Context: an optimization exercise on an open-source flow, tuned for small area. The choices shown serve that exercise and are no tape-out recipe. Function was checked by simulation only, so behaviour that the tests miss may differ from the original.

==> flow/design.v (outline; a module is shown in full before it is edited, if it fits) <==
// module loop_engine: 364 lines
// module le_add: 18 lines
// module le_dstep: 10 lines
// module le_istep: 11 lines
// module le_shr: 16 lines
// module le_mul: 512 lines
module loop_engine (
    input  wire        clk,
    input  wire        rst_n,
    input  wire        cfg_we,
    input  wire [5:0]  cfg_addr,
    input  wire [15:0] cfg_wdata,
    input  wire        start,
    input  wire [19:0] vref,
    input  wire [19:0] vctl,
    input  wire [15:0] vin_sample,
    input  wire [15:0] ff_pred,
    input  wire [3:0]  n_active,
    input  wire        mem_dom,
    output wire        done,
    output wire [15:0] u_q,
    output wire [14:0] ipk,
    output wire [11:0] duty,
    output wire        sat_hi,
    output wire        sat_lo
);
  // ...
==> flow/flow/run.sh <==
#!/bin/bash
# The standard layout (the standard.sh: standard synthesis, floorplan,
# placement, CTS, routing), with one change: the buffers that placement puts
# on every input and output port are the smallest buffer cell, buf_1,
# instead of the cell buffer_ports picks by default.
set -o pipefail
export BUFFER_PORTS_ARGS="-buffer_cell sky130_fd_sc_hd__buf_1"
bash standard.sh > standard.log 2>&1
==> flow/standard.sh <==
#!/bin/bash
# synth_recipe.tcl (not shown) runs the flow's synth.tcl, then flattens the netlist and writes it again
# the make line also repeats each setting of config.mk as NAME=value (left out here)
make -C /OpenROAD-flow-scripts/flow DESIGN_CONFIG=/design/flow/config.mk WORK_HOME=/design/flow/orfs CLKGATE_MAP_FILE= SYNTH_SCRIPT=/design/flow/synth_recipe.tcl "${@:-finish}"
==> flow/config.mk <==
export PLATFORM = sky130hd
export DESIGN_NAME = loop_engine
export DESIGN_NICKNAME = loop_engine
export VERILOG_FILES = /design/flow/design.v
export SDC_FILE = /design/flow/constraint.sdc
export NUM_CORES = 4
export LEC_CHECK = 0
export ABC_AREA = 1
export CAP_MARGIN = 20
export CORE_MARGIN = 2
export CORE_UTILIZATION = 40
export CTS_BUF_LIST = sky130_fd_sc_hd__clkbuf_8
export CTS_CLUSTER_DIAMETER = 50
export CTS_CLUSTER_SIZE = 12
export SLEW_MARGIN = 20
==> flow/constraint.sdc <==
create_clock -name core_clock -period 50.0 [get_ports {clk}]
set_input_delay 10.0000 -clock core_clock [delete_from_list [all_inputs] [get_ports {clk}]]
set_output_delay 10.0000 -clock core_clock [all_outputs]
set_load 0.01 [all_outputs]
==> impl_metrics.ini, run 1 <==
[status]
outcome = timing/DRC/antenna clean

[cells_and_area]
mostFrequentLayoutCell = nand2_1
seq_share = 0.3746
n_antenna_cell = 4
final_cells = 7108
regMostFlops = g_kp.v
dominant-cell-class = multi-input combinational cells
buffers = 231
clk_share = 0.03892

[critical_path]
path_delay_family = adder cells
crit_cells = 117
cp-endpoint = acc[35]$_DFF_P_
cp_max_fo = 31
startpoint = kt[0]$_SDFF_PN0_

[detailed_routing]
met1_length_mm = 60.16
highest_layer = met5
wl_mm = 138.7

[place]
hpwlAfterDp_mm = 102.5

[clock_network]
clk_root_buffer_cell = clkbuf_8
htreeDepth = 3
clock_latency_ns = 0.78
numClockSinks = 823
cts_buffers = 94

[sta]
slew_viol_final = 0
layout_min_cycle_time_ns = 31.31
final_hold_viol_count = 0
relSlewSlack = 0.2527
max_slew.worst_pin.slew_ns = 1.117

[global_routing]
grt_util_met3 = 0.04251
grt_overflow = 0

[synthesis]
yosysSeqAreaShare = 0.4081
synth_compound_area_frac = 0.1523
synthAdderAreaFrac = 0.1523
synth-simple-area-share = 0.1627
yosysMostFrequentCell = nand2_1
yosysTopAreaCell = dfxtp_1

[hold_path]
min_from = iq[2]$_DFF_P_

[floorplan]
fp.dieArea_um2 = 115300
==> module loop_engine, before the edit <==
module loop_engine (
    input  wire        clk,
    input  wire        rst_n,
    input  wire        cfg_we,
    input  wire [5:0]  cfg_addr,
    input  wire [15:0] cfg_wdata,
    input  wire        start,
    input  wire [19:0] vref,
    input  wire [19:0] vctl,
    input  wire [15:0] vin_sample,
    input  wire [15:0] ff_pred,
    input  wire [3:0]  n_active,
    input  wire        mem_dom,
    output wire        done,
    output wire [15:0] u_q,
    output wire [14:0] ipk,
    output wire [11:0] duty,
    output wire        sat_hi,
    output wire        sat_lo
);
    reg [14:0] ki;
    reg [3:0]  ki_shift;
    reg [15:0] kd;
    reg [15:0] k_vin;
    reg [13:0] k_pred;
    reg [15:0] out_min;
    reg [15:0] out_max;
    reg [14:0] int_lim;
    reg [12:0] vin_nom_l;    
    reg        ffv_en;
    reg        ffp_en;
    wire       a_hi = cfg_we & (cfg_addr[5:3] == 3'b100);
    wire       a_41 = cfg_we & (cfg_addr == 6'd41);
    wire       a_40 = cfg_we & (cfg_addr == 6'd40);
    wire signed [15:0] wd_s = cfg_wdata;
    wire [16:0] cmp_wmax, cmp_wmin;
    le_add #(17) u_cwmax (.a({cfg_wdata[15], cfg_wdata}), .b(~{out_max[15], out_max}), .ci(1'b1), .s(cmp_wmax), .co());
    le_add #(17) u_cwmin (.a({out_min[15], out_min}), .b(~{cfg_wdata[15], cfg_wdata}), .ci(1'b1), .s(cmp_wmin), .co());
    wire ok_outmin = cmp_wmax[16];      
    wire ok_outmax = cmp_wmin[16];      
    wire ok_vinnom = (cfg_wdata >= 16'd29000) && (cfg_wdata <= 16'd36000);
    always @(posedge clk) begin
        if (!rst_n || (a_hi && cfg_addr[2:0] == 3'd0 && !cfg_wdata[15]))
            ki <= rst_n ? cfg_wdata[14:0] : 15'h0800;
        if (!rst_n || (a_hi && cfg_addr[2:0] == 3'd1 && cfg_wdata[15:4] == 12'd0))
            ki_shift <= rst_n ? cfg_wdata[3:0] : 4'd4;
        if (!rst_n || (a_hi && cfg_addr[2:0] == 3'd2))
            kd <= rst_n ? cfg_wdata : 16'h0800;
        if (!rst_n || (a_hi && cfg_addr[2:0] == 3'd3))
            k_vin <= rst_n ? cfg_wdata : 16'h0000;
        if (!rst_n || (a_hi && cfg_addr[2:0] == 3'd4 && cfg_wdata <= 16'h2000))
            k_pred <= rst_n ? cfg_wdata[13:0] : 14'h1000;
        if (!rst_n || (a_hi && cfg_addr[2:0] == 3'd5 && ok_outmin))
            out_min <= rst_n ? cfg_wdata : 16'h0000;
        if (!rst_n || (a_hi && cfg_addr[2:0] == 3'd6 && ok_outmax))
            out_max <= rst_n ? cfg_wdata : 16'h7FFF;
        if (!rst_n || (a_hi && cfg_addr[2:0] == 3'd7 && !cfg_wdata[15]))
            int_lim <= rst_n ? cfg_wdata[14:0] : 15'h7000;
        if (!rst_n || (a_40 && ok_vinnom))
            vin_nom_l <= rst_n ? cfg_wdata[12:0] : 13'h00E8;    
        if (!rst_n || a_41) begin
            ffv_en <= rst_n ? cfg_wdata[0] : 1'b1;
            ffp_en <= rst_n ? cfg_wdata[1] : 1'b1;
        end
    end
    wire [15:0] vin_nom = {~vin_nom_l[12], vin_nom_l[12], vin_nom_l[12], vin_nom_l};
    reg  [4:0]  kt;
    always @(posedge clk)
        if (!rst_n) kt <= 5'd0;
        else        kt <= kt + 5'd1;
    wire [4:0]  kwp;
    le_add #(5) u_kwp (.a(cfg_addr[4:0]), .b(kt), .ci(1'b1), .s(kwp), .co());
    wire        kwe = cfg_we & !cfg_addr[5];
    wire [15:0] kq [0:31];
    genvar gi;
    generate
        for (gi = 0; gi < 32; gi = gi + 1) begin : g_kp
            localparam [15:0] DEF = (gi < 2) ? 16'h0400 : (gi < 4) ? 16'h0600 :
                                    (gi < 8) ? 16'h0800 : (gi < 16) ? 16'h0C00 : 16'h1000;
            localparam [15:0] POL = (gi % 2) ? 16'hFFFF : 16'h0000;
            reg  [15:0] v;
            wire        ld = !rst_n || (kwe && kwp == gi);
            always @(posedge clk)
                v <= ld ? ((rst_n ? cfg_wdata : DEF) ^ POL) : ~kq[(gi + 31) % 32];
            assign kq[gi] = v;
        end
    endgenerate
    reg  [4:0]  kidx_r;
    wire [4:0]  krp;
    le_add #(5) u_krp (.a(kidx_r), .b(kt), .ci(1'b0), .s(krp), .co());
    wire        kmatch = (krp[1:0] == 2'd0);
    wire [15:0] ktap = ({16{krp[4:2] == 3'd0}} & kq[0])
                     | ({16{krp[4:2] == 3'd1}} & kq[4])
                     | ({16{krp[4:2] == 3'd2}} & kq[8])
                     | ({16{krp[4:2] == 3'd3}} & kq[12])
                     | ({16{krp[4:2] == 3'd4}} & kq[16])
                     | ({16{krp[4:2] == 3'd5}} & kq[20])
                     | ({16{krp[4:2] == 3'd6}} & kq[24])
                     | ({16{krp[4:2] == 3'd7}} & kq[28]);
    reg [3:0] cnt;
    always @(posedge clk) begin
        if (!rst_n)
            cnt <= 4'd0;
        else if (start)
            cnt <= 4'd1;
        else if (cnt == 4'd8)
            cnt <= 4'd0;
        else if (cnt != 4'd0)
            cnt <= cnt + 4'd1;
    end
    wire c1 = (cnt == 4'd1);
    wire c2 = (cnt == 4'd2);
    wire c3 = (cnt == 4'd3);
    wire c4 = (cnt == 4'd4);
    wire c5 = (cnt == 4'd5);
    wire c6 = (cnt == 4'd6);
    wire c7 = (cnt == 4'd7);
    wire c8 = (cnt == 4'd8);
    assign done = c8;
    wire [20:0] vdiff;
    le_add #(21) u_vdiff (.a({1'b0, vref}), .b(~{1'b0, vctl}), .ci(1'b1), .s(vdiff), .co());
    wire [15:0] e_n = (!vdiff[20] && (vdiff[19:15] != 5'd0))  ? 16'h7FFF :
                      ( vdiff[20] && (vdiff[19:15] != 5'h1F)) ? 16'h8000 : vdiff[15:0];
    reg  [15:0] e_r;
    reg  [15:0] ep;       
    reg  [15:0] ffp_r;
    reg  [3:0]  n_r;
    reg         mem_r;
    wire [16:0] ediff;
    le_add #(17) u_ediff (.a({e_n[15], e_n}), .b(~{ep[15], ep}), .ci(1'b1), .s(ediff), .co());
    wire [15:0] de_n  = (ediff[16] != ediff[15]) ? {ediff[16], {15{~ediff[16]}}} : ediff[15:0];
    wire [5:0]  eneg  = {1'b0, ~e_n[14:10]} + {5'd0, (e_n[9:0] == 10'd0)};
    wire [4:0]  kidx_n = !e_n[15] ? e_n[14:10] : (eneg[5] ? 5'd31 : eneg[4:0]);
    always @(posedge clk) begin
        if (start) begin
            e_r    <= e_n;
            kidx_r <= kidx_n;
            ffp_r  <= ffp_en ? ff_pred : 16'd0;
            n_r    <= n_active;
            mem_r  <= mem_dom;
        end
    end
    wire [16:0] z;
wire zh_1 = ~(vin_nom[0] ^ ~vin_sample[0]);
wire zh_2 = vin_nom[0] | ~vin_sample[0];
wire zh_3 = vin_nom[1] ^ ~vin_sample[1] ^ zh_2;
wire zh_4 = (vin_nom[1] & ~vin_sample[1]) | (vin_nom[1] & zh_2) | (~vin_sample[1] & zh_2);
wire zh_5 = vin_nom[2] ^ ~vin_sample[2] ^ zh_4;
wire zh_6 = (vin_nom[2] & ~vin_sample[2]) | (vin_nom[2] & zh_4) | (~vin_sample[2] & zh_4);
wire zh_7 = vin_nom[3] ^ ~vin_sample[3] ^ zh_6;
wire zh_8 = (vin_nom[3] & ~vin_sample[3]) | (vin_nom[3] & zh_6) | (~vin_sample[3] & zh_6);
wire zh_9 = vin_nom[4] ^ ~vin_sample[4] ^ zh_8;
wire zh_10 = (vin_nom[4] & ~vin_sample[4]) | (vin_nom[4] & zh_8) | (~vin_sample[4] & zh_8);
wire zh_11 = vin_nom[5] ^ ~vin_sample[5] ^ zh_10;
wire zh_12 = (vin_nom[5] & ~vin_sample[5]) | (vin_nom[5] & zh_10) | (~vin_sample[5] & zh_10);
wire zh_13 = vin_nom[6] ^ ~vin_sample[6] ^ zh_12;
wire zh_14 = (vin_nom[6] & ~vin_sample[6]) | (vin_nom[6] & zh_12) | (~vin_sample[6] & zh_12);
wire zh_15 = vin_nom[7] ^ ~vin_sample[7] ^ zh_14;
wire zh_16 = (vin_nom[7] & ~vin_sample[7]) | (vin_nom[7] & zh_14) | (~vin_sample[7] & zh_14);
wire zh_17 = vin_nom[8] ^ ~vin_sample[8] ^ zh_16;
wire zh_18 = (vin_nom[8] & ~vin_sample[8]) | (vin_nom[8] & zh_16) | (~vin_sample[8] & zh_16);
wire zh_19 = vin_nom[9] ^ ~vin_sample[9] ^ zh_18;
wire zh_20 = (vin_nom[9] & ~vin_sample[9]) | (vin_nom[9] & zh_18) | (~vin_sample[9] & zh_18);
wire zh_21 = vin_nom[10] ^ ~vin_sample[10] ^ zh_20;
wire zh_22 = (vin_nom[10] & ~vin_sample[10]) | (vin_nom[10] & zh_20) | (~vin_sample[10] & zh_20);
wire zh_23 = vin_nom[11] ^ ~vin_sample[11] ^ zh_22;
wire zh_24 = (vin_nom[11] & ~vin_sample[11]) | (vin_nom[11] & zh_22) | (~vin_sample[11] & zh_22);
wire zh_25 = vin_nom[12] ^ ~vin_sample[12] ^ zh_24;
wire zh_26 = (vin_nom[12] & ~vin_sample[12]) | (vin_nom[12] & zh_24) | (~vin_sample[12] & zh_24);
wire zh_27 = vin_nom[13] ^ ~vin_sample[13] ^ zh_26;
wire zh_28 = (vin_nom[13] & ~vin_sample[13]) | (vin_nom[13] & zh_26) | (~vin_sample[13] & zh_26);
wire zh_29 = vin_nom[14] ^ ~vin_sample[14] ^ zh_28;
wire zh_30 = (vin_nom[14] & ~vin_sample[14]) | (vin_nom[14] & zh_28) | (~vin_sample[14] & zh_28);
wire zh_31 = vin_nom[15] ^ ~vin_sample[15] ^ zh_30;
wire zh_32 = (vin_nom[15] & ~vin_sample[15]) | (vin_nom[15] & zh_30) | (~vin_sample[15] & zh_30);
wire zh_33 = 1'b1 ^ zh_9;
wire zh_34 = 1'b1 & zh_9;
wire zh_35 = zh_11 ^ zh_34;
wire zh_36 = zh_11 & zh_34;
wire zh_37 = zh_13 ^ zh_36;
wire zh_38 = zh_13 & zh_36;
wire zh_39 = zh_15 ^ zh_38;
wire zh_40 = zh_15 & zh_38;
wire zh_41 = 1'b1 ^ zh_17 ^ zh_40;
wire zh_42 = (1'b1 & zh_17) | (1'b1 & zh_40) | (zh_17 & zh_40);
wire zh_43 = 1'b1 ^ zh_19 ^ zh_42;
wire zh_44 = (1'b1 & zh_19) | (1'b1 & zh_42) | (zh_19 & zh_42);
wire zh_45 = 1'b1 ^ zh_21 ^ zh_44;
wire zh_46 = (1'b1 & zh_21) | (1'b1 & zh_44) | (zh_21 & zh_44);
wire zh_47 = zh_23 ^ zh_46;
wire zh_48 = zh_23 & zh_46;
wire zh_49 = zh_25 ^ zh_48;
wire zh_50 = zh_25 & zh_48;
wire zh_51 = 1'b1 ^ zh_27 ^ zh_50;
wire zh_52 = (1'b1 & zh_27) | (1'b1 & zh_50) | (zh_27 & zh_50);
wire zh_53 = zh_29 ^ zh_52;
wire zh_54 = zh_29 & zh_52;
wire zh_55 = zh_31 ^ zh_54;
wire zh_56 = zh_31 & zh_54;
wire zh_57 = zh_32 ^ 1'b1 ^ zh_56;
wire zh_58 = (zh_32 & 1'b1) | (zh_32 & zh_56) | (1'b1 & zh_56);
assign z[0] = zh_1;
assign z[1] = zh_3;
assign z[2] = zh_5;
assign z[3] = zh_7;
assign z[4] = zh_33;
assign z[5] = zh_35;
assign z[6] = zh_37;
assign z[7] = zh_39;
assign z[8] = zh_41;
assign z[9] = zh_43;
assign z[10] = zh_45;
assign z[11] = zh_47;
assign z[12] = zh_49;
assign z[13] = zh_51;
assign z[14] = zh_53;
assign z[15] = zh_55;
assign z[16] = zh_57;
    wire dlo_n = z[16];
    wire dhi_n = !z[16] && (z[15:0] >= 16'd20000);
    reg  [10:0] dr;
    reg  [15:0] dq;
    reg         dlo, dhi;
    wire [10:0] dr_in = start ? z[14:4] : dr;
    wire [3:0]  db    = start ? z[3:0] : c1 ? 4'b0010 : c2 ? 4'b0111 : 4'b0001;
    wire [11:0] ds1, ds2, ds3, ds4;
    le_dstep u_ds1 (.r(dr_in),     .b(db[3]), .o(ds1));
    le_dstep u_ds2 (.r(ds1[10:0]), .b(db[2]), .o(ds2));
    le_dstep u_ds3 (.r(ds2[10:0]), .b(db[1]), .o(ds3));
    le_dstep u_ds4 (.r(ds3[10:0]), .b(db[0]), .o(ds4));
    always @(posedge clk) begin
        dr <= ds4[10:0];
        if (start | c1 | c2 | c3)
            dq <= {dq[11:0], ds1[11], ds2[11], ds3[11], ds4[11]};
        if (start) begin
            dlo <= dlo_n;
            dhi <= dhi_n;
        end
    end
    wire [15:0] dvin = dhi ? 16'h7FFF : dlo ? 16'h8000 : {~dq[15], dq[14:0]};
    reg  [1:0] op;
    wire       slot = c2 | c3 | c4 | c5;
    wire       sp1  = slot & kmatch;
    wire       so   = slot & !kmatch;
    wire       sp2  = so & (op == 2'd0);
    wire       sp4  = so & (op == 2'd1);
    wire       sp3  = so & (op == 2'd2);
    always @(posedge clk)
        if (start)   op <= 2'd0;
        else if (so) op <= op + 2'd1;
    wire cki = c1 | c6;
    wire [16:0] ma = ({17{cki &  ki_shift[0]}} & {2'b0, ki})
                   | ({17{cki & !ki_shift[0]}} & {1'b0, ki, 1'b0})
                   | ({17{sp2}} & {1'b0, kd})
                   | ({17{sp4}} & {3'b0, k_pred})
                   | ({17{sp3}} & {k_vin[15], k_vin})
                   | ({17{sp1}} & {1'b0, ktap});
    wire [15:0] mb = ({16{cki | sp1}} & e_r)
                   | ({16{sp2}} & ep)
                   | ({16{sp4}} & ffp_r)
                   | ({16{sp3}} & (ffv_en ? dvin : 16'd0));
    wire [32:0] mp;
    le_mul u_mul (.ma(ma), .mb(mb), .rb(sp2), .mp(mp));
    reg  [31:0] i_acc;
    wire [31:0] fl_i;
    wire        inc_up;
    le_shr u_shr (.p(mp[31:0]), .sh(ki_shift[3:1]), .f(fl_i), .up(inc_up));
    wire        inc_neg = fl_i[31] & !((&fl_i) & inc_up);
    wire [32:0] raw;
    le_add #(33) u_raw (.a({i_acc[31], i_acc}), .b({fl_i[31], fl_i}), .ci(inc_up), .s(raw), .co());
    wire [17:0] lim18 = {3'b000, int_lim};
    wire [17:0] c_rh, c_rl;
    le_add #(18) u_crh (.a({raw[32], raw[32:16]}), .b(~lim18), .ci(|raw[15:0]), .s(c_rh), .co());
    le_add #(18) u_crl (.a({raw[32], raw[32:16]}), .b(lim18),  .ci(1'b0), .s(c_rl), .co());
    wire raw_hi  = !c_rh[17];      
    wire raw_lo  =  c_rl[17];      
    reg  iacc_hi, iacc_lo;
    always @(posedge clk)
        if (!(cki | c2 | c3 | c4 | c5)) begin
            iacc_hi <= raw_hi;
            iacc_lo <= raw_lo;
        end
    wire [15:0] nlim;              
    le_add #(16) u_nlim (.a(~{1'b0, int_lim}), .b(16'd0), .ci(1'b1), .s(nlim), .co());
    wire inr     = !iacc_hi && !iacc_lo;
    wire sel_lp  = inr & raw_hi;
    wire sel_ln  = inr & raw_lo;
    wire sel_raw = inr ? (!raw_hi && !raw_lo) : (iacc_hi == inc_neg);
    wire sel_old = !inr && (iacc_hi != inc_neg);
    wire [31:0] i_new = ({32{sel_raw}} & raw[31:0])
                      | ({32{sel_old}} & i_acc)
                      | ({32{sel_lp}}  & {1'b0, int_lim, 16'd0})
                      | ({32{sel_ln}}  & {nlim, 16'd0});
    reg  [37:0] acc;
    wire [37:0] addend = ({38{sp3}} & {{4{mp[32]}}, mp, 1'b0})
                       | ({38{slot & !sp3}} & {mp[32], mp, 4'b0});
    wire [37:0] acc_sum;
    le_add #(38) u_acc (.a(acc), .b(addend), .ci(1'b0), .s(acc_sum), .co());
    always @(posedge clk) begin
        if (c1)
            acc <= {{6{i_new[31]}}, i_new};
        else
            acc <= acc_sum;        
    end
    wire        a_tie = (acc[15:0] == 16'd0);
    wire [21:0] arn = {acc[37:17], acc[16] & !a_tie};
    wire [15:0] un  = (!arn[21] && (arn[20:15] != 6'd0))  ? 16'h7FFF :
                      ( arn[21] && (arn[20:15] != 6'h3F)) ? 16'h8000 : arn[15:0];
    wire [16:0] c_lh, c_ll;
    le_add #(17) u_clh (.a({out_max[15], out_max}), .b(~{un[15], un}), .ci(1'b1), .s(c_lh), .co());
    le_add #(17) u_cll (.a({un[15], un}), .b(~{out_min[15], out_min}), .ci(1'b1), .s(c_ll), .co());
    wire lim_hi = c_lh[16];        
    wire lim_lo = c_ll[16];        
    wire [15:0] u = lim_hi ? out_max : lim_lo ? out_min : un;
    wire windup = (lim_hi && !e_r[15] && (e_r != 16'd0)) || (lim_lo && e_r[15]);
    always @(posedge clk) begin
        if (!rst_n) begin
            i_acc <= 32'd0;
            ep    <= 16'd0;
        end else begin
            if (c6 && !windup)
                i_acc <= i_new;
            if (start)
                ep <= de_n;
            else if (c6)
                ep <= e_r;
        end
    end
    reg  [3:0] ir;
    reg  [9:0] iq;
    wire [3:0] ir_in = c6 ? 4'd0 : ir;
    wire [4:0] ib = c6 ? u[14:10] : c7 ? u[9:5] : u[4:0];
    wire [4:0] is1;
    le_istep u_is1 (.r(ir_in), .b(ib[4]), .n(n_r), .o(is1));
    wire [4:0] is2;
    le_istep u_is2 (.r(is1[3:0]), .b(ib[3]), .n(n_r), .o(is2));
    wire [4:0] is3;
    le_istep u_is3 (.r(is2[3:0]), .b(ib[2]), .n(n_r), .o(is3));
    wire [4:0] is4;
    le_istep u_is4 (.r(is3[3:0]), .b(ib[1]), .n(n_r), .o(is4));
    wire [4:0] is5;
    le_istep u_is5 (.r(is4[3:0]), .b(ib[0]), .n(n_r), .o(is5));
    wire [4:0] iqb = {is1[4], is2[4], is3[4], is4[4], is5[4]};
    always @(posedge clk) begin
        ir <= is5[3:0];
        iq <= {iq[4:0], iqb};
    end
    wire [14:0] q_all = {iq, iqb};
    wire        r_nz  = (is5[3:0] != 4'd0);
    wire [14:0] qq    = mem_r ? {1'b0, q_all[14:1]} : {2'b0, q_all[14:2]};
    wire        i_up  = mem_r ? (q_all[0] & (r_nz | qq[0]))
                              : (q_all[1] & (q_all[0] | r_nz | qq[0]));
    wire [14:0] ipk_v;
    le_add #(15) u_ipk (.a(qq), .b(15'd0), .ci(i_up), .s(ipk_v), .co());
    assign ipk = (u[15] || n_r == 4'd0) ? 15'd0 : ipk_v;
    wire [12:0] du_fl = u[15:3];
    wire        du_up = u[2] & ((u[1:0] != 2'd0) | du_fl[0]);
    wire [13:0] du_rn;
    le_add #(14) u_du (.a({du_fl[12], du_fl}), .b(14'd0), .ci(du_up), .s(du_rn), .co());
    assign duty = du_rn[13] ? 12'd0 : du_rn[12] ? 12'd4095 : du_rn[11:0];
    assign u_q    = u;
    assign sat_hi = lim_hi;
    assign sat_lo = lim_lo;
endmodule
==> run 2, diff against run 1 <==
--- a/flow/design.v
+++ b/flow/design.v
@@ -33,11 +33,11 @@
     wire       a_41 = cfg_we & (cfg_addr == 6'd41);
     wire       a_40 = cfg_we & (cfg_addr == 6'd40);
     wire signed [15:0] wd_s = cfg_wdata;
-    wire [16:0] cmp_wmax, cmp_wmin;
-    le_add #(17) u_cwmax (.a({cfg_wdata[15], cfg_wdata}), .b(~{out_max[15], out_max}), .ci(1'b1), .s(cmp_wmax), .co());
-    le_add #(17) u_cwmin (.a({out_min[15], out_min}), .b(~{cfg_wdata[15], cfg_wdata}), .ci(1'b1), .s(cmp_wmin), .co());
-    wire ok_outmin = cmp_wmax[16];      
-    wire ok_outmax = cmp_wmin[16];      
+    wire [15:0] cmp_x = cfg_addr[0] ? out_max : out_min;
+    wire [16:0] cmp_w;
+    le_add #(17) u_cw (.a({cfg_wdata[15], cfg_wdata}), .b(~{cmp_x[15], cmp_x}), .ci(cfg_addr[0]), .s(cmp_w), .co());
+    wire ok_outmin =  cmp_w[16];        
+    wire ok_outmax = !cmp_w[16];        
     wire ok_vinnom = (cfg_wdata >= 16'd29000) && (cfg_wdata <= 16'd36000);
     always @(posedge clk) begin
         if (!rst_n || (a_hi && cfg_addr[2:0] == 3'd0 && !cfg_wdata[15]))
@@ -126,16 +126,13 @@
     reg  [15:0] ffp_r;
     reg  [3:0]  n_r;
     reg         mem_r;
-    wire [16:0] ediff;
-    le_add #(17) u_ediff (.a({e_n[15], e_n}), .b(~{ep[15], ep}), .ci(1'b1), .s(ediff), .co());
-    wire [15:0] de_n  = (ediff[16] != ediff[15]) ? {ediff[16], {15{~ediff[16]}}} : ediff[15:0];
     wire [5:0]  eneg  = {1'b0, ~e_n[14:10]} + {5'd0, (e_n[9:0] == 10'd0)};
     wire [4:0]  kidx_n = !e_n[15] ? e_n[14:10] : (eneg[5] ? 5'd31 : eneg[4:0]);
     always @(posedge clk) begin
         if (start) begin
             e_r    <= e_n;
             kidx_r <= kidx_n;
-            ffp_r  <= ffp_en ? ff_pred : 16'd0;
+            ffp_r  <= ff_pred;
             n_r    <= n_active;
             mem_r  <= mem_dom;
         end
@@ -255,10 +252,13 @@
                    | ({17{sp4}} & {3'b0, k_pred})
                    | ({17{sp3}} & {k_vin[15], k_vin})
                    | ({17{sp1}} & {1'b0, ktap});
+    wire [16:0] ediff;
+    le_add #(17) u_ediff (.a({e_r[15], e_r}), .b(~{ep[15], ep}), .ci(1'b1), .s(ediff), .co());
+    wire [15:0] de = (ediff[16] != ediff[15]) ? {ediff[16], {15{~ediff[16]}}} : ediff[15:0];
     wire [15:0] mb = ({16{cki | sp1}} & e_r)
-                   | ({16{sp2}} & ep)
-                   | ({16{sp4}} & ffp_r)
-                   | ({16{sp3}} & (ffv_en ? dvin : 16'd0));
+                   | ({16{sp2}} & de)
+                   | ({16{sp4 & ffp_en}} & ffp_r)
+                   | ({16{sp3 & ffv_en}} & dvin);
     wire [32:0] mp;
     le_mul u_mul (.ma(ma), .mb(mb), .rb(sp2), .mp(mp));
     reg  [31:0] i_acc;
@@ -320,9 +320,7 @@
         end else begin
             if (c6 && !windup)
                 i_acc <= i_new;
-            if (start)
-                ep <= de_n;
-            else if (c6)
+            if (c6)
                 ep <= e_r;
         end
     end
--- a/flow/config.mk
+++ b/flow/config.mk
@@ -8,8 +8,8 @@
 export ABC_AREA = 1
 export CAP_MARGIN = 20
 export CORE_MARGIN = 2
-export CORE_UTILIZATION = 40
+export CORE_UTILIZATION = 70
 export CTS_BUF_LIST = sky130_fd_sc_hd__clkbuf_8
 export CTS_CLUSTER_DIAMETER = 50
-export CTS_CLUSTER_SIZE = 12
+export CTS_CLUSTER_SIZE = 14
 export SLEW_MARGIN = 20
==> run 2 against run 1 <==
Critical path depth is 15 higher. Area after synthesis shrank 0.63%. Sequential share of layout area up 1.2 points. Worst hold slack better by 0.0081 ns. Maximum frequency down 13%. Highest routed layer unchanged.
==> impl_metrics.ini, run 2 <==
[floorplan]
die_y_um = 256.8
core_um2 = 63080
chipWidth_um = 256.8
fp.dieArea_um2 = 65960
initial_core_util = 0.7094
placement_rows = 92
num_io_pins = 149

[status]
outcome = timing/DRC/antenna clean

[synthesis]
synth-seq-cells = 823
synthDistinctLibCells = 73
yosysSeqAreaShare = 0.4107
synthCells = 5409
synth_edf_count = 190
syn-cell-area_um2 = 44750
yosysWarnings = 1
synth_common_cells = nand2_1, o21ai_0, inv_1
synthArstFlopShare = 0
synthesis.nets = 5909
yosysTopAreaCellShare = 0.2832
synthTopCellsByArea = dfxtp_1, edfxtp_1, fa_1, nand2_1, o21ai_0
yosysMostFrequentCell = nand2_1
ys.flop_type = dfxtp_1
yosysTopAreaCell = dfxtp_1
avgSynthCellArea_um2 = 8.273

[cells_and_area]
regMostFlops = g_kp.v
final_nets = 5930
drive_above_1_share = 0.05442
largest_register_ffs = 512
syn2layout_area_growth_pct = 6.135
layout_common_cells = nand2_1, o21ai_0, inv_1
mostFrequentLayoutCell = nand2_1
top_regs = g_kp.v x512, acc x38, i_acc x32

[clock_network]
clock_latency_ns = 0.74
cts_buffers = 81
htreeDepth = 3
cts_hold_buf = 0
clk_root_buffer_cell = clkbuf_8
cts_resized = 0
clock_path_buffers = 3
clkTransAtPathRegs_ns = 0.09
cts_setup_buffers = 0
numClockSinks = 823
cts_tree = yes

[run]
drv_cap = 0

[detailed_routing]
drtIter0Drc = 4398
vias = 38080
wl_per_cell_um = 21.14
vias_per_cell = 6.019
wl_mm = 133.7
dr.pass1.iters = 6
drc = 0
antenna_left = 0

[sta]
finalSetupViolCount = 0
final_hold_viol_count = 0
relSlewSlack = 0.2455
hold_ws_ns = 0.3626
timing.final.crit_share = 0.7231
rsz0062_at_grt = no
clock_skew_ns = 0.07092
max_slew.worst_pin.slew_ns = 1.120
layout_min_cycle_time_ns = 36.16
tns_ns = 0
slew_viol_final = 0
timing.fmax_mhz = 27.66

[critical_path]
worstSetupPathType = reg2reg
crit_cells = 132
r2r_slack_ns = 13.84
cp_common_cell = fa_1
reg2reg_from = e_r[0]$_DFFE_PP_
critPathBufInv = 32
r2r_cells = 132
r2r-end = acc[32]$_DFF_P_
crit_path_start_kind = register
crit_slowest_cell = nor2_4
cp_data_arrival_time_ns = 36.78
cp_slowest_stage_delay_ns = 0.78
cp_max_fo = 31
cp.required_ns = 50.62
path_delay_family = adder cells
critPathCaptureType = register

[global_routing]
grt_pass1_wl_mm = 207.0
first_global_vias = 36400
grt_overflow = 0
grt_usage = 0.4076
grt_antenna_before_repair = 6
grt_max_degree = 90

[place]
io_buffers = 148
place_congestion = 0.9877
hpwlAfterDp_mm = 96.82

[hold_path]
min_from = iq[2]$_DFF_P_
holdPathStages = 0
whs_endpoint = iq[7]$_DFF_P_
worstHoldPathType = reg2reg
==> run 2: cell types whose count changed after synthesis, moves of 13 or more <==
cell and delta:
inv_1 -32, o221ai_1 -20, a21oi_1 -18, nand2_1 -57, inv_2 -15, o21ai_0 +52
and2_1 +13, nand3_1 +15
==> run 2: worst max path at each step <==
stage / slack (ns) / end / startpoint
CTS: 13.85 / acc[32]$_DFF_P_ / e_r[0]$_DFFE_PP_
global route: 11.96 / acc[32]$_DFF_P_ / e_r[0]$_DFFE_PP_
global placement: 14.64 / acc[36]$_DFF_P_ / e_r[0]$_DFFE_PP_
floorplan: 16.61 / acc[17]$_DFF_P_ / e_r[0]$_DFFE_PP_
finish: 13.84 / acc[32]$_DFF_P_ / e_r[0]$_DFFE_PP_
detailed placement: 13.89 / acc[32]$_DFF_P_ / e_r[0]$_DFFE_PP_
==> run 2: cells by family after synthesis <==
logic type / Yosys count / share of synthesized area
and+or+nand+nor: 1793 / 0.1633
AOI/OAI and AO/OA: 1193 / 0.1482
buffers and inverters: 1030 / 0.08973
DFF: 823 / 0.4107
adders and majority gates: 403 / 0.1546
xor gates and xnor gates: 148 / 0.02914
muxes: 19 / 0.004278
==> run 2: layout make-up <==
| type | instances | area [um2] |
|---|---|---|
| tap | 846 | 1059 |
| multi-input combinational | 3556 | 22550 |
| clock buffer | 82 | 1129 |
| sequential | 823 | 18380 |
| timing repair buffer | 223 | 1136 |
| clock inverter | 47 | 429.2 |
| antenna | 4 | 10.01 |
| inverter | 745 | 2799 |
| fill | 4887 | 15590 |
==> run 2: stage by stage <==
stage               setup WS [ns]  std cells    util  cell area, um2
finish                      13.84       6326  0.7529           47490
global placement            14.64       6191  0.7269           45850
detailed placement          13.89       6192  0.7274           45890
CTS                         13.85       6321  0.7521           47440
floorplan                   16.61       5409       -           44750
global route                11.96       6325  0.7529           47490
==> run 2: per-layer routing <==
metal,wire length [um],track usage
met3,12560,0.06643
met1,50020,0.5162
met5,26,0
met2,60960,0.6534
met4,10190,0.2607
==> run 3, diff against run 2 <==
--- a/flow/config.mk
+++ b/flow/config.mk
@@ -8,7 +8,7 @@
 export ABC_AREA = 1
 export CAP_MARGIN = 20
 export CORE_MARGIN = 2
-export CORE_UTILIZATION = 70
+export CORE_UTILIZATION = 75
 export CTS_BUF_LIST = sky130_fd_sc_hd__clkbuf_8
 export CTS_CLUSTER_DIAMETER = 50
 export CTS_CLUSTER_SIZE = 14
==> run 3 against run 2 <==
Sequential cell count is the same. Worst setup slack better by 0.48 ns. Clock skew is 0.020 ns lower. Global-route usage rose by 3.3 points. Worst hold slack got worse by 0.0011 ns. Critical path depth is 1 lower. First-iteration DRC count grew 4.5%. Largest cell class unchanged. Highest routed layer unchanged.
==> impl_metrics.ini, run 3 <==
[status]
outcome = timing/DRC/antenna clean

[place]
io_buffers = 148
post-place-ws_ns = 14.35
hpwlAfterDp_mm = 96.50
place_congestion = 1.033

[synthesis]
syn-cell-area_um2 = 44750
yosysMostFrequentCell = nand2_1
synthArstFlopShare = 0
synthAdderAreaFrac = 0.1546
yosysSeqAreaShare = 0.4107
avgSynthCellArea_um2 = 8.273
yosysTopAreaCell = dfxtp_1
yosysWarnings = 1
synth-seq-cells = 823
synth_xor_area_frac = 0.02914
synth_compound_area_frac = 0.1482
synth_common_cells = nand2_1, o21ai_0, inv_1
yosysTopAreaCellShare = 0.2832
synthTopCellsByArea = dfxtp_1, edfxtp_1, fa_1, nand2_1, o21ai_0
synthCells = 5409
synth-simple-area-share = 0.1633
synth_top_family_by_area = simple AND/OR/NAND/NOR gates
synth_edf_count = 190
ys.flop_type = dfxtp_1
synthDistinctLibCells = 73
synthMuxAreaShare = 0.004278
synthesis.nets = 5909

[clock_network]
htreeDepth = 3
clkTransAtPathRegs_ns = 0.08
clk_root_buffer_cell = clkbuf_8
cts_resized = 0
cts_setup_buffers = 0
cts_hold_buf = 0
clock_path_buffers = 3
cts_buffers = 75
numClockSinks = 823
clock_latency_ns = 0.73
cts_tree = yes

[critical_path]
critPathCaptureType = register
cp.required_ns = 50.63
cp_common_cell = fa_1
crit_slowest_cell = nor2_4
cp_slowest_stage_delay_ns = 0.76
crit_path_start_kind = register
worstSetupPathType = reg2reg
cp_data_arrival_time_ns = 36.30
cp_max_fo = 31

[sta]
finalSetupViolCount = 0
layout_min_cycle_time_ns = 35.67
final_hold_viol_count = 0
clock_skew_ns = 0.05085
worst_slack_ns = 14.33
timing.fmax_mhz = 28.03
relSlewSlack = 0.2418
timing.final.crit_share = 0.7135
rsz0062_at_grt = no
max_slew.worst_pin.slew_ns = 1.135
slew_viol_final = 0
tns_ns = 0

[cells_and_area]
final_util = 0.8011
fill_cells = 4041
mostFrequentLayoutCell = nand2_1
top_regs = g_kp.v x512, acc x38, i_acc x32
layout_common_cells = nand2_1, o21ai_0, inv_1
largest_register_ffs = 512
final_nets = 5920
regMostFlops = g_kp.v
drive_above_1_share = 0.05112
syn2layout_area_growth_pct = 5.665

[floorplan]
num_io_pins = 149
core_um2 = 59020
chipWidth_um = 248.3
placement_rows = 89
initial_core_util = 0.7582
fp.dieArea_um2 = 61630
die_y_um = 248.3

[detailed_routing]
vias_per_cell = 6.175
drc = 0
wl_mm = 135.4
dr.pass1.iters = 6
drtIter0Drc = 4596
wl_per_cell_um = 21.70
antenna_left = 0
vias = 38530

[global_routing]
grt_usage = 0.4406
grt_antenna_before_repair = 12
first_global_vias = 36400
grt_overflow = 0
grt_max_degree = 89
grt_pass1_wl_mm = 205.9

[run]
drv_cap = 0

[hold_path]
worstHoldPathType = reg2reg
==> run 3: metrics by stage <==
step | hold slack (ns) | instances | area [um2]
finish | 0.3616 | 6239 | 47280
CTS | 0.3624 | 6230 | 47200
detailed placement | 0.3464 | 6115 | 45760
global route | 0.3736 | 6237 | 47280
global placement | 0.3402 | 6113 | 45720
floorplan | 0.3308 | 5409 | 44750
==> run 3: area by class of cell <==
type	count	area, um2	share of cell area
clock inverters	39	390.4	0.008256
repair buffers	219	1126	0.02382
inverters	745	2799	0.05920
diodes	8	20.02	0.0004234
well taps	773	967.2	0.02046
multi-input cells	3556	22560	0.4771
clock buffers	76	1046	0.02212
flip-flops and latches	823	18380	0.3887
==> run 3: logic make-up (layout without fill, tap and decap cells) <==
logic type      after synthesis  in the layout
buf+inv                    1030           1079
mux                          19             19
xor+xnor                    148            148
simple gates               1793           1793
fa+ha+maj                   403            403
flops                       823            823
compound gates             1193           1193
other cells                   0              8
==> run 3: worst paths after layout <==
path / depth (start not counted) / slack (ns) / to / from
max reg2reg: 131 / 14.33 / acc[32]$_DFF_P_ / e_r[0]$_DFFE_PP_
min reg2reg: 0 / 0.36 / iq[5]$_DFF_P_ / iq[0]$_DFF_P_
max: 131 / 14.33 / acc[32]$_DFF_P_ / e_r[0]$_DFFE_PP_
min: 0 / 0.36 / iq[5]$_DFF_P_ / iq[0]$_DFF_P_
==> run 3: critical path, delay by kind of cell, from the launching register on <==
family                   cells  cell delay, ns
AO/OA/AOI/OAI                8            1.23
XOR/XNOR                     1            0.12
adder cells (fa/ha/maj)     76           28.68
buffers and inverters       31            2.15
flip-flops                   1            0.36
AND/OR/NAND/NOR             15            2.93
==> run 3: metal layers <==
| metal | vias to the layer above | GRT usage | share of wire |
|---|---|---|---|
| met2 | 2471 | 0.6925 | 0.45 |
| li1 | 17570 | - | - |
| met4 | 4 | 0.3102 | 0.081 |
| met1 | 17920 | 0.5466 | 0.36 |
| met5 | - | 0 | 0.00016 |
| met3 | 569 | 0.09028 | 0.11 |
==> run 4, diff against run 3 <==
--- a/flow/config.mk
+++ b/flow/config.mk
@@ -8,8 +8,8 @@
 export ABC_AREA = 1
 export CAP_MARGIN = 20
 export CORE_MARGIN = 2
-export CORE_UTILIZATION = 75
+export CORE_UTILIZATION = 40
 export CTS_BUF_LIST = sky130_fd_sc_hd__clkbuf_8
 export CTS_CLUSTER_DIAMETER = 50
-export CTS_CLUSTER_SIZE = 14
+export CTS_CLUSTER_SIZE = 12
 export SLEW_MARGIN = 20
==> run 4 against run 3 <==
Still clean. Maximum frequency is essentially flat. Via count shrank 5.0%. Cell area grew 3.0%. Sequential cell count is the same. Worst hold slack lost 0.0069 ns. Count of clock-buffer cells in the layout grew 22. Synthesized cell count is the same. Utilization shrank 36 points. Register-to-register slack gained 0.02 ns. Area after synthesis is the same. Largest cell class unchanged.
==> impl_metrics.ini, run 4 <==
[sta]
final_hold_viol_count = 0
slew_viol_final = 0
clock_skew_ns = 0.05277
relSlewSlack = 0.2733
layout_min_cycle_time_ns = 35.66
max_slew.worst_pin.slew_ns = 1.090
finalSetupViolCount = 0
timing.final.crit_share = 0.7131
tns_ns = 0
rsz0062_at_grt = no
timing.fmax_mhz = 28.05

[clock_network]
cts_setup_buffers = 0
htreeDepth = 3
cts_tree = yes
numClockSinks = 823
clock_path_buffers = 3
cts_resized = 0
clk_root_buffer_cell = clkbuf_8
clock_latency_ns = 0.78
cts_hold_buf = 0
clkTransAtPathRegs_ns = 0.07
cts_buffers = 93

[synthesis]
yosysMostFrequentCell = nand2_1
synth_xor_area_frac = 0.02914
yosysWarnings = 1
synth-simple-area-share = 0.1633
syn-cell-area_um2 = 44750
synthDistinctLibCells = 73
synthTopCellsByArea = dfxtp_1, edfxtp_1, fa_1, nand2_1, o21ai_0
yosysTopAreaCell = dfxtp_1
synth_edf_count = 190
synthAdderAreaFrac = 0.1546
avgSynthCellArea_um2 = 8.273
synthArstFlopShare = 0
synth_compound_area_frac = 0.1482
yosysTopAreaCellShare = 0.2832
synth_common_cells = nand2_1, o21ai_0, inv_1
synth_top_family_by_area = simple AND/OR/NAND/NOR gates
yosysSeqAreaShare = 0.4107
ys.flop_type = dfxtp_1
synth-seq-cells = 823
synthesis.nets = 5909
synthCells = 5409
synthMuxAreaShare = 0.004278

[floorplan]
initial_core_util = 0.4038
chipWidth_um = 338.5
placement_rows = 122
fp.dieArea_um2 = 114600
core_um2 = 110800
num_io_pins = 149
die_y_um = 338.5

[place]
hpwlAfterDp_mm = 101.2
place_congestion = 0.9434
io_buffers = 148
dp.cells = 6852

[detailed_routing]
drtIter0Drc = 3427
vias = 36610
wl_per_cell_um = 19.60
wl_mm = 137.3
vias_per_cell = 5.224
drc = 0
antenna_left = 0
dr.pass1.iters = 7

[global_routing]
grt_max_degree = 57
grt_usage = 0.2378
grt_overflow = 0
first_global_vias = 35190
grt_pass1_wl_mm = 212.2
grt_antenna_before_repair = 6

[hold_path]
worstHoldPathType = reg2reg

[cells_and_area]
regMostFlops = g_kp.v
final_nets = 5962
final_cells = 7007
mostFrequentLayoutCell = nand2_1
top_regs = g_kp.v x512, acc x38, i_acc x32
drive_above_1_share = 0.05947
largest_register_ffs = 512
layout_common_cells = nand2_1, o21ai_0, inv_1
syn2layout_area_growth_pct = 8.886

[status]
outcome = timing/DRC/antenna clean

[run]
drv_cap = 0

[critical_path]
crit_path_start_kind = register
cp_slowest_stage_delay_ns = 0.79
cp_max_fo = 31
critPathCaptureType = register
cp_common_cell = fa_1
worstSetupPathType = reg2reg
cp_data_arrival_time_ns = 36.29
cp.required_ns = 50.64
crit_slowest_cell = nor2_4
## run 4: cell counts after synthesis
No cell type changed its count.
## run 4: critical path, delay by kind of cell (launching register included)
kind,cells,cell delay (ns)
AO/OA/AOI/OAI,8,1.19
XOR/XNOR,1,0.12
adder cells (fa/ha/maj),76,28.67
buffers and inverters,31,2.22
flip-flops,1,0.37
AND/OR/NAND/NOR,15,2.96
## run 4: cell type report
| class | count | area (um2) |
|---|---|---|
| Antenna cell | 4 | 10.01 |
| Multi-Input combinational cell | 3556 | 22550 |
| Sequential cell | 823 | 18380 |
| Clock buffer | 98 | 1349 |
| Tap cell | 1488 | 1862 |
| Inverter | 745 | 2800 |
| Clock inverter | 50 | 461.7 |
| Fill cell | 11100 | 62100 |
| Timing Repair Buffer | 243 | 1311 |
## run 4: worst paths after layout
| path | from | endpoint | slack [ns] | cells after the start |
|---|---|---|---|---|
| max reg2reg | e_r[0]$_DFFE_PP_ | acc[31]$_DFF_P_ | 14.34 | 131 |
| max | e_r[0]$_DFFE_PP_ | acc[31]$_DFF_P_ | 14.34 | 131 |
| min | iq[2]$_DFF_P_ | iq[7]$_DFF_P_ | 0.35 | 0 |
| min reg2reg | iq[2]$_DFF_P_ | iq[7]$_DFF_P_ | 0.35 | 0 |
## run 4: stage by stage
stage | utilization | hold WS [ns] | area (um2) | setup WS [ns]
2_1_floorplan | - | 0.3308 | 44750 | 16.61
3_3_place_gp | 0.4224 | 0.3382 | 46810 | 14.71
3_5_place_dp | 0.4227 | 0.3407 | 46840 | 14.21
4_1_cts | 0.4390 | 0.3552 | 48650 | 14.21
5_1_grt | 0.4396 | 0.3709 | 48720 | 12.17
6_report | 0.4397 | 0.3547 | 48720 | 14.34
## run 4: per-layer routing
| metal | vias to the layer above | routed length, um | part of all wire | GRT usage |
|---|---|---|---|---|
| met5 | - | 0 | 0 | 0 |
| met3 | 237 | 8843 | 0.064 | 0.02933 |
| met2 | 1280 | 63450 | 0.46 | 0.3908 |
| met1 | 17440 | 59880 | 0.44 | 0.3229 |
| li1 | 17650 | - | - | - |
| met4 | 0 | 5157 | 0.038 | 0.08361 |
## run 4: cell families after synthesis
kind of cell,after synthesis
XOR/XNOR,148
buffers and inverters,1030
AO/OA/AOI/OAI,1193
multiplexers,19
adder cells (fa/ha/maj),403
flip-flops,823
AND/OR/NAND/NOR,1793
==> run 5, diff against run 4 <==
--- a/flow/config.mk
+++ b/flow/config.mk
@@ -8,8 +8,9 @@
 export ABC_AREA = 1
 export CAP_MARGIN = 20
 export CORE_MARGIN = 2
-export CORE_UTILIZATION = 40
+export CORE_UTILIZATION = 60
 export CTS_BUF_LIST = sky130_fd_sc_hd__clkbuf_8
-export CTS_CLUSTER_DIAMETER = 50
-export CTS_CLUSTER_SIZE = 12
+export CTS_CLUSTER_DIAMETER = 60
+export CTS_CLUSTER_SIZE = 16
+export GPL_TIMING_DRIVEN = 0
 export SLEW_MARGIN = 20
==> run 5 against run 4 <==
Sequential share of layout area increased by 0.31 points. Critical path depth decreased by 1. Largest cell class unchanged. Area after synthesis unchanged. Sequential cell count unchanged. Die area decreased by 33%. Still clean. Utilization increased by 21 points. Worst setup slack got worse by 0.55 ns. Non-clock buffer count increased by 212.
==> impl_metrics.ini, run 5 <==
[status]
outcome = timing/DRC/antenna clean

[synthesis]
synthCells = 5409
synth_top_family_by_area = simple AND/OR/NAND/NOR gates
ys.flop_type = dfxtp_1
yosysWarnings = 1
yosysMostFrequentCell = nand2_1
synthTopCellsByArea = dfxtp_1, edfxtp_1, fa_1, nand2_1, o21ai_0
synth_compound_area_frac = 0.1482
synth_common_cells = nand2_1, o21ai_0, inv_1
syn-cell-area_um2 = 44750
synthArstFlopShare = 0
avgSynthCellArea_um2 = 8.273
synth_xor_area_frac = 0.02914
synth_edf_count = 190
synthesis.nets = 5909
synth-simple-area-share = 0.1633
yosysSeqAreaShare = 0.4107
yosysTopAreaCell = dfxtp_1
synthAdderAreaFrac = 0.1546
synthDistinctLibCells = 73
synth-seq-cells = 823
yosysTopAreaCellShare = 0.2832
synthMuxAreaShare = 0.004278

[place]
hpwlAfterDp_mm = 116.6
io_buffers = 147
place_congestion = 0.9991

[critical_path]
reg2reg_from = e_r[0]$_DFFE_PP_
cp.required_ns = 50.60
worstSetupPathType = reg2reg
r2r_slack_ns = 13.79
critPathBufInv = 33
cp_data_arrival_time_ns = 36.80
cp_common_cell = fa_1
crit_path_start_kind = register
cp_max_fo = 10
path_delay_family = adder cells
crit_slowest_cell = fa_1
r2r_cells = 130
cp_slowest_stage_delay_ns = 0.59
crit_cells = 130
critPathCaptureType = register
r2r-end = acc[26]$_DFF_P_

[detailed_routing]
vias_per_cell = 5.824
drtIter0Drc = 4232
drc = 0
wl_mm = 152.0
vias = 38860
antenna_left = 0
dr.pass1.iters = 6
wl_per_cell_um = 22.79

[floorplan]
fp.dieArea_um2 = 76780
core_um2 = 74200
num_io_pins = 149
chipWidth_um = 277.1
die_y_um = 277.1
placement_rows = 100
initial_core_util = 0.6031

[cells_and_area]
fill_cells = 6507
top_regs = g_kp.v x512, acc x38, i_acc x32
regMostFlops = g_kp.v
mostFrequentLayoutCell = nand2_1
largest_register_ffs = 512
layout_common_cells = nand2_1, o21ai_0, inv_1
drive_above_1_share = 0.04476
syn2layout_area_growth_pct = 7.997
final_nets = 6155

[sta]
layout_min_cycle_time_ns = 36.21
finalSetupViolCount = 0
tns_ns = 0
timing.final.crit_share = 0.7241
final_hold_viol_count = 0
max_slew.worst_pin.slew_ns = 1.261
slew_viol_final = 0
hold_ws_ns = 0.3619
clock_skew_ns = 0.08256
timing.fmax_mhz = 27.62
rsz0062_at_grt = no
relSlewSlack = 0.1593

[clock_network]
cts_buffers = 74
clk_root_buffer_cell = clkbuf_8
clock_latency_ns = 0.74
clkTransAtPathRegs_ns = 0.09
htreeDepth = 3
cts_resized = 0
cts_setup_buffers = 0
numClockSinks = 823
cts_hold_buf = 0
clock_path_buffers = 3
cts_tree = yes

[hold_path]
min_from = iq[2]$_DFF_P_
worstHoldPathType = reg2reg
holdPathStages = 0
whs_endpoint = iq[7]$_DFF_P_

[global_routing]
grt_pass1_wl_mm = 226.7
grt_antenna_before_repair = 10
grt_overflow = 0
grt_usage = 0.3945
first_global_vias = 37240
grt_max_degree = 32

[run]
drv_cap = 0
## run 5: cell types whose count changed in the layout (fill, tap and decap cells not counted), sizes merged
cell          previous run  this run
inv                    753       751
dlygate4sd1              0         2
dlygate4sd3              0         1
bufinv                   4         2
buf                    241       229
clkbuf                 100       296
diode                    4         6
clkinvlp                 6         4
dlymetal6s2s             0         1
## run 5: cell type report
type / instances / area [um2] / share of cell area
diodes: 6 / 15.01 / 0.0003107
flip-flops and latches: 823 / 18380 / 0.3803
multi-input cells: 3556 / 22490 / 0.4654
repair buffers: 170 / 729.5 / 0.01509
clock inverters: 44 / 456.7 / 0.009450
inverters: 745 / 2799 / 0.05792
plain buffers: 285 / 1227 / 0.02540
clock buffers: 74 / 1018 / 0.02108
well taps: 969 / 1212 / 0.02509
## run 5: worst max path at each step
stage,slack [ns],from,end
floorplan,16.61,e_r[0]$_DFFE_PP_,acc[17]$_DFF_P_
finish,13.79,e_r[0]$_DFFE_PP_,acc[26]$_DFF_P_
global placement,13.81,e_r[0]$_DFFE_PP_,acc[24]$_DFF_P_
global route,11.90,e_r[0]$_DFFE_PP_,acc[31]$_DFF_P_
detailed placement,13.88,e_r[0]$_DFFE_PP_,acc[23]$_DFF_P_
CTS,13.77,e_r[0]$_DFFE_PP_,acc[24]$_DFF_P_
## run 5: stage by stage
stage	instances	setup WS (ns)	instance area, um2	util
after global placement	6525	13.81	46510	0.6269
after floorplan	5409	16.61	44750	-
final	6672	13.79	48330	0.6513
after detailed placement	6546	13.88	46810	0.6309
after global routing	6672	11.90	48330	0.6513
after CTS	6664	13.77	48290	0.6508
## run 5: cells by family (layout without fill, tap and decap cells)
group / after synthesis / after routing
AND/OR/NAND/NOR: 1793 / 1793
AO/OA/AOI/OAI: 1193 / 1193
buffers and inverters: 1030 / 1318
flip-flops: 823 / 823
adder cells (fa/ha/maj): 403 / 403
XOR/XNOR: 148 / 148
multiplexers: 19 / 19
other: 0 / 6
## run 5: routing by layer
layer / GRT usage / share of wire / wire length, um
met2: 0.6346 / 0.45 / 69140
met3: 0.06226 / 0.092 / 13930
met4: 0.2379 / 0.071 / 10830
met1: 0.5039 / 0.38 / 58070
met5: 0 / 0.00037 / 56
==> run 6, diff against run 5 <==
--- a/flow/config.mk
+++ b/flow/config.mk
@@ -12,5 +12,4 @@
 export CTS_BUF_LIST = sky130_fd_sc_hd__clkbuf_8
 export CTS_CLUSTER_DIAMETER = 60
 export CTS_CLUSTER_SIZE = 16
-export GPL_TIMING_DRIVEN = 0
 export SLEW_MARGIN = 20
==> run 6 against run 5 <==
Worst setup slack gained 0.42 ns. Register-to-register slack improved by 0.42 ns. Worst hold slack got worse by 0.0029 ns. Die area is the same. Wire length shrank 10%. Highest routed layer unchanged. Critical path type unchanged. Critical endpoint is now acc[32]$_DFF_P_.
==> impl_metrics.ini, run 6 <==
[status]
outcome = timing/DRC/antenna clean

[global_routing]
grt_overflow = 0
grt_max_degree = 89
grt_antenna_before_repair = 12
grt_pass1_wl_mm = 210.6
first_global_vias = 35280
grt_usage = 0.3588

[critical_path]
worstSetupPathType = reg2reg
cp_data_arrival_time_ns = 36.40
cp_slowest_stage_delay_ns = 0.78
critPathCaptureType = register
cp.required_ns = 50.62
crit_slowest_cell = nor2_4
cp_max_fo = 31
crit_path_start_kind = register
cp_common_cell = fa_1
r2r_cells = 132

[hold_path]
holdPathStages = 0
worstHoldPathType = reg2reg

[sta]
max_slew.worst_pin.slew_ns = 1.112
rsz0062_at_grt = no
worst_slack_ns = 14.21
tns_ns = 0
clock_skew_ns = 0.08007
final_hold_viol_count = 0
relSlewSlack = 0.2505
timing.fmax_mhz = 27.94
timing.final.crit_share = 0.7157
slew_viol_final = 0
layout_min_cycle_time_ns = 35.79
finalSetupViolCount = 0

[clock_network]
numClockSinks = 823
cts_tree = yes
cts_hold_buf = 0
cts_setup_buffers = 0
clkTransAtPathRegs_ns = 0.09
cts_resized = 0
htreeDepth = 3
cts_buffers = 72
clock_latency_ns = 0.74
clock_path_buffers = 3
clk_root_buffer_cell = clkbuf_8

[synthesis]
ys.flop_type = dfxtp_1
synthTopCellsByArea = dfxtp_1, edfxtp_1, fa_1, nand2_1, o21ai_0
synthArstFlopShare = 0
avgSynthCellArea_um2 = 8.273
synthesis.nets = 5909
yosysTopAreaCellShare = 0.2832
syn-cell-area_um2 = 44750
synthDistinctLibCells = 73
synth-seq-cells = 823
yosysTopAreaCell = dfxtp_1
yosysWarnings = 1
yosysSeqAreaShare = 0.4107
synth_edf_count = 190
yosysMostFrequentCell = nand2_1
synthCells = 5409
synth_common_cells = nand2_1, o21ai_0, inv_1

[floorplan]
chipWidth_um = 277.1
die_y_um = 277.1
placement_rows = 100
num_io_pins = 149
core_um2 = 74200
fp.dieArea_um2 = 76780
initial_core_util = 0.6031

[cells_and_area]
top_regs = g_kp.v x512, acc x38, i_acc x32
drive_above_1_share = 0.05284
mostFrequentLayoutCell = nand2_1
largest_register_ffs = 512
fill_cells = 6532
final_nets = 5930
regMostFlops = g_kp.v
syn2layout_area_growth_pct = 6.191
layout_common_cells = nand2_1, o21ai_0, inv_1

[detailed_routing]
drc = 0
vias = 36600
drtIter0Drc = 3726
antenna_left = 0
wl_mm = 136.7
vias_per_cell = 5.680
dr.pass1.iters = 6
wl_per_cell_um = 21.21

[run]
drv_cap = 0

[place]
post-place-ws_ns = 14.10
place_congestion = 0.9491
hpwlAfterDp_mm = 99.74
io_buffers = 148
==> run 6: changes by cell type in the layout (fill, tap and decap cells not counted), moves of 7 or more <==
cell      change
clkbuf_1    -212
buf_4        +71
buf_1        -32
buf_2        -23
buf_6        -12
clkbuf_2      -8
nand2_1       -8
nand2_2       +8
inv_8         -7
==> run 6: area by class of cell <==
class                      instances  area, um2  share of cell area
clock buffer                      73       1005             0.02114
antenna                            5      12.51           0.0002633
sequential                       823      18380              0.3867
multi-input combinational       3556      22550              0.4745
timing repair buffer             232       1196             0.02517
tap                              969       1212             0.02551
inverter                         745       2799             0.05890
clock inverter                    40      366.6            0.007715
==> run 6: final timing paths <==
kind                                         to  slack (ns)              from
worst max-delay path            acc[32]$_DFF_P_       14.21  e_r[0]$_DFFE_PP_
worst min-delay path              iq[7]$_DFF_P_        0.36     iq[2]$_DFF_P_
worst max register to register  acc[32]$_DFF_P_       14.21  e_r[0]$_DFFE_PP_
worst min register to register    iq[7]$_DFF_P_        0.36     iq[2]$_DFF_P_
==> run 6: kinds of logic (layout without fill, tap and decap cells) <==
family	count (synthesis)	after routing	share of synthesized area
simple gates	1793	1793	0.1633
compound gates	1193	1193	0.1482
buf+inv	1030	1090	0.08973
flops	823	823	0.4107
fa+ha+maj	403	403	0.1546
xor+xnor	148	148	0.02914
mux	19	19	0.004278
other cells	0	5	0
==> run 6: critical path, delay by kind of cell, from the launching register on <==
family / cells / cell delay, ns
DFF: 1 / 0.36
adders and majority gates: 76 / 28.70
and+or+nand+nor: 15 / 2.92
buffers and inverters: 32 / 2.40
AOI/OAI and AO/OA: 8 / 1.19
xor gates and xnor gates: 1 / 0.12
==> run 6: routing by layer <==
| layer | up-vias | part of all wire | GRT usage |
|---|---|---|---|
| met5 | - | 0.00032 | 0 |
| met2 | 1471 | 0.46 | 0.5886 |
| met4 | 8 | 0.063 | 0.1972 |
| met1 | 17190 | 0.40 | 0.4620 |
| met3 | 362 | 0.071 | 0.04733 |
| li1 | 17570 | - | - |
==> run 6: metrics by stage <==
step,area [um2],hold slack (ns),utilization,std cells
floorplan,44750,0.3308,-,5409
CTS,47490,0.3610,0.6400,6438
detailed placement,46120,0.3453,0.6216,6325
global placement,46090,0.3418,0.6212,6324
global route,47520,0.3709,0.6404,6442
finish,47520,0.3590,0.6404,6443
==> run 7, diff against run 6 <==
--- a/flow/config.mk
+++ b/flow/config.mk
@@ -6,10 +6,10 @@
 export NUM_CORES = 4
 export LEC_CHECK = 0
 export ABC_AREA = 1
-export CAP_MARGIN = 20
+export CAP_MARGIN = 5
 export CORE_MARGIN = 2
 export CORE_UTILIZATION = 60
 export CTS_BUF_LIST = sky130_fd_sc_hd__clkbuf_8
 export CTS_CLUSTER_DIAMETER = 60
 export CTS_CLUSTER_SIZE = 16
-export SLEW_MARGIN = 20
+export SLEW_MARGIN = 5
==> run 7 against run 6 <==
Area after synthesis unchanged. Critical path depth unchanged. Die area unchanged. Non-clock buffer count did not move. Clock skew grew 0.0068 ns.
==> impl_metrics.ini, run 7 <==
[floorplan]
chipWidth_um = 277.1
initial_core_util = 0.6031
placement_rows = 100
die_y_um = 277.1
fp.dieArea_um2 = 76780
num_io_pins = 149
core_um2 = 74200

[critical_path]
r2r_cells = 132
reg2reg_from = e_r[0]$_DFFE_PP_
r2r-end = acc[32]$_DFF_P_
crit_slowest_cell = nor2_4
critPathCaptureType = register
cp_max_fo = 31
cp_data_arrival_time_ns = 36.42
cp.required_ns = 50.61
crit_path_start_kind = register
cp_slowest_stage_delay_ns = 0.79
r2r_slack_ns = 14.19
cp_common_cell = fa_1
worstSetupPathType = reg2reg

[clock_network]
cts_setup_buffers = 0
clock_latency_ns = 0.74
clock_path_buffers = 3
cts_hold_buf = 0
clk_root_buffer_cell = clkbuf_8
clkTransAtPathRegs_ns = 0.10
cts_buffers = 72
cts_resized = 0
htreeDepth = 3
numClockSinks = 823
cts_tree = yes

[sta]
rsz0062_at_grt = no
slew_viol_final = 0
layout_min_cycle_time_ns = 35.81
timing.final.crit_share = 0.7162
tns_ns = 0
final_hold_viol_count = 0
hold_ws_ns = 0.3583
finalSetupViolCount = 0
clock_skew_ns = 0.08687
timing.fmax_mhz = 27.92
relSlewSlack = 0.1701
worst_slack_ns = 14.19
max_slew.worst_pin.slew_ns = 1.244

[synthesis]
yosysTopAreaCellShare = 0.2832
synthDistinctLibCells = 73
yosysWarnings = 1
synth-seq-cells = 823
ys.flop_type = dfxtp_1
synth_edf_count = 190
synthTopCellsByArea = dfxtp_1, edfxtp_1, fa_1, nand2_1, o21ai_0
avgSynthCellArea_um2 = 8.273
synthCells = 5409
synthArstFlopShare = 0
synthesis.nets = 5909
yosysMostFrequentCell = nand2_1
synth_common_cells = nand2_1, o21ai_0, inv_1
yosysSeqAreaShare = 0.4107
yosysTopAreaCell = dfxtp_1
syn-cell-area_um2 = 44750

[hold_path]
whs_endpoint = iq[7]$_DFF_P_
holdPathStages = 0
worstHoldPathType = reg2reg
min_from = iq[2]$_DFF_P_

[global_routing]
grt_usage = 0.3585
use_met1 = 0.4631
busiest_layer = met2
first_global_vias = 35060
grt_util_met3 = 0.04969
grt_max_degree = 89
met2_usage = 0.5903
grt_pass1_wl_mm = 210.2
grt_overflow = 0
grt_antenna_before_repair = 13

[detailed_routing]
drtIter0Drc = 3628
vias = 36440
dr.pass1.iters = 6
wl_per_cell_um = 21.22
drc = 0
wl_mm = 136.8
vias_per_cell = 5.653
antenna_left = 0

[cells_and_area]
syn2layout_area_growth_pct = 6.266
regMostFlops = g_kp.v
drive_above_1_share = 0.05155
final_nets = 5930
final_area_um2 = 47550
largest_register_ffs = 512
layout_common_cells = nand2_1, o21ai_0, inv_1
mostFrequentLayoutCell = nand2_1
top_regs = g_kp.v x512, acc x38, i_acc x32

[place]
placed_area_um2 = 46090
hpwlAfterDp_mm = 99.66
post-place-ws_ns = 14.11
place_congestion = 0.9491
io_buffers = 148

[status]
outcome = timing/DRC/antenna clean

[run]
drv_cap = 0
==> run 7: worst max-delay path by stage <==
stage | startpoint | depth (start not counted) | end | slack (ns)
final | e_r[0]$_DFFE_PP_ | 132 | acc[32]$_DFF_P_ | 14.19
after global routing | e_r[0]$_DFFE_PP_ | 132 | acc[34]$_DFF_P_ | 12.19
after CTS | e_r[0]$_DFFE_PP_ | 132 | acc[32]$_DFF_P_ | 14.12
after detailed placement | e_r[0]$_DFFE_PP_ | 132 | acc[32]$_DFF_P_ | 14.11
after global placement | e_r[0]$_DFFE_PP_ | 132 | acc[35]$_DFF_P_ | 14.65
after floorplan | e_r[0]$_DFFE_PP_ | 126 | acc[17]$_DFF_P_ | 16.61
==> run 7: kinds of logic (layout without fill, tap and decap cells) <==
| kind of cell | after synthesis | after routing | synth area share |
|---|---|---|---|
| DFF | 823 | 823 | 0.4107 |
| muxes | 19 | 19 | 0.004278 |
| buffers and inverters | 1030 | 1091 | 0.08973 |
| xor gates and xnor gates | 148 | 148 | 0.02914 |
| other | 0 | 8 | 0 |
| adders and majority gates | 403 | 403 | 0.1546 |
| AOI/OAI and AO/OA | 1193 | 1193 | 0.1482 |
| and+or+nand+nor | 1793 | 1793 | 0.1633 |
==> run 7: critical path: cells and delay by family, from the launching register on <==
kind | cells | cell delay (ns)
buf+inv | 32 | 2.38
compound gates | 8 | 1.17
xor+xnor | 1 | 0.12
simple gates | 15 | 2.92
flops | 1 | 0.36
fa+ha+maj | 76 | 28.69
==> run 7: routing by layer <==
layer | share of wire | routed length, um | up-vias
met1 | 0.41 | 55970 | 17130
li1 | - | - | 17570
met2 | 0.47 | 63630 | 1411
met5 | 0.00023 | 32 | -
met4 | 0.057 | 7812 | 6
met3 | 0.069 | 9381 | 328
==> run 7: stage by stage <==
stage	instances	util
after detailed placement	6324	0.6212
after global placement	6324	0.6212
after floorplan	5409	-
after CTS	6438	0.6404
after global routing	6446	0.6409
final	6447	0.6409
==> run 7: area by class of cell <==
class	count	area, um2
Antenna cell	8	20.02
Inverter	745	2799
Tap cell	969	1212
Sequential cell	823	18380
Multi-Input combinational cell	3556	22520
Timing Repair Buffer	232	1196
Clock inverter	41	417.9
Fill cell	6632	26640
Clock buffer	73	1005

## re-timing with driven ports
Ports are ideal in the flow. The routed layouts listed here were re-timed in OpenROAD.
Step 1 (the two cells are an assumption about what drives the block):
set clk [get_ports {clk}]
set_driving_cell -lib_cell sky130_fd_sc_hd__clkbuf_16 $clk
set_driving_cell -lib_cell sky130_fd_sc_hd__buf_2 [delete_from_list [all_inputs] $clk]
Step 2 also shifts input and output timing later by t, the mid clock arrival at the registers, as if the neighbouring blocks saw the same clock.
Slacks: no drivers / after step 1 / after step 2; pairs: no drivers / after step 1.
run | t (ns) | setup WS [ns] | hold WS [ns] | slew at the worst register clock pin (ns) | worst slew at a driven data input, ns
run 1 | 0.814 | 18.694 / 18.694 / 18.694 | 0.355 / 0.355 / 0.355 | 0.09 / 0.09 | 0.15
run 2 | 0.772 | 13.843 / 13.843 / 13.843 | 0.363 / 0.363 / 0.363 | 0.09 / 0.09 | 0.12
run 3 | 0.781 | 14.327 / 14.327 / 14.327 | 0.362 / 0.362 / 0.362 | 0.10 / 0.10 | 0.12
run 4 | 0.819 | 14.345 / 14.345 / 14.345 | 0.355 / 0.355 / 0.355 | 0.09 / 0.09 | 0.21
run 5 | 0.776 | 13.794 / 13.794 / 13.794 | 0.362 / 0.362 / 0.362 | 0.11 / 0.11 | 0.14
run 6 | 0.768 | 14.213 / 14.213 / 14.213 | 0.359 / 0.359 / 0.359 | 0.11 / 0.11 | 0.13
run 7 | 0.771 | 14.189 / 14.189 / 14.189 | 0.358 / 0.358 / 0.358 | 0.11 / 0.11 | 0.13
After both steps every run listed still meets setup and hold.
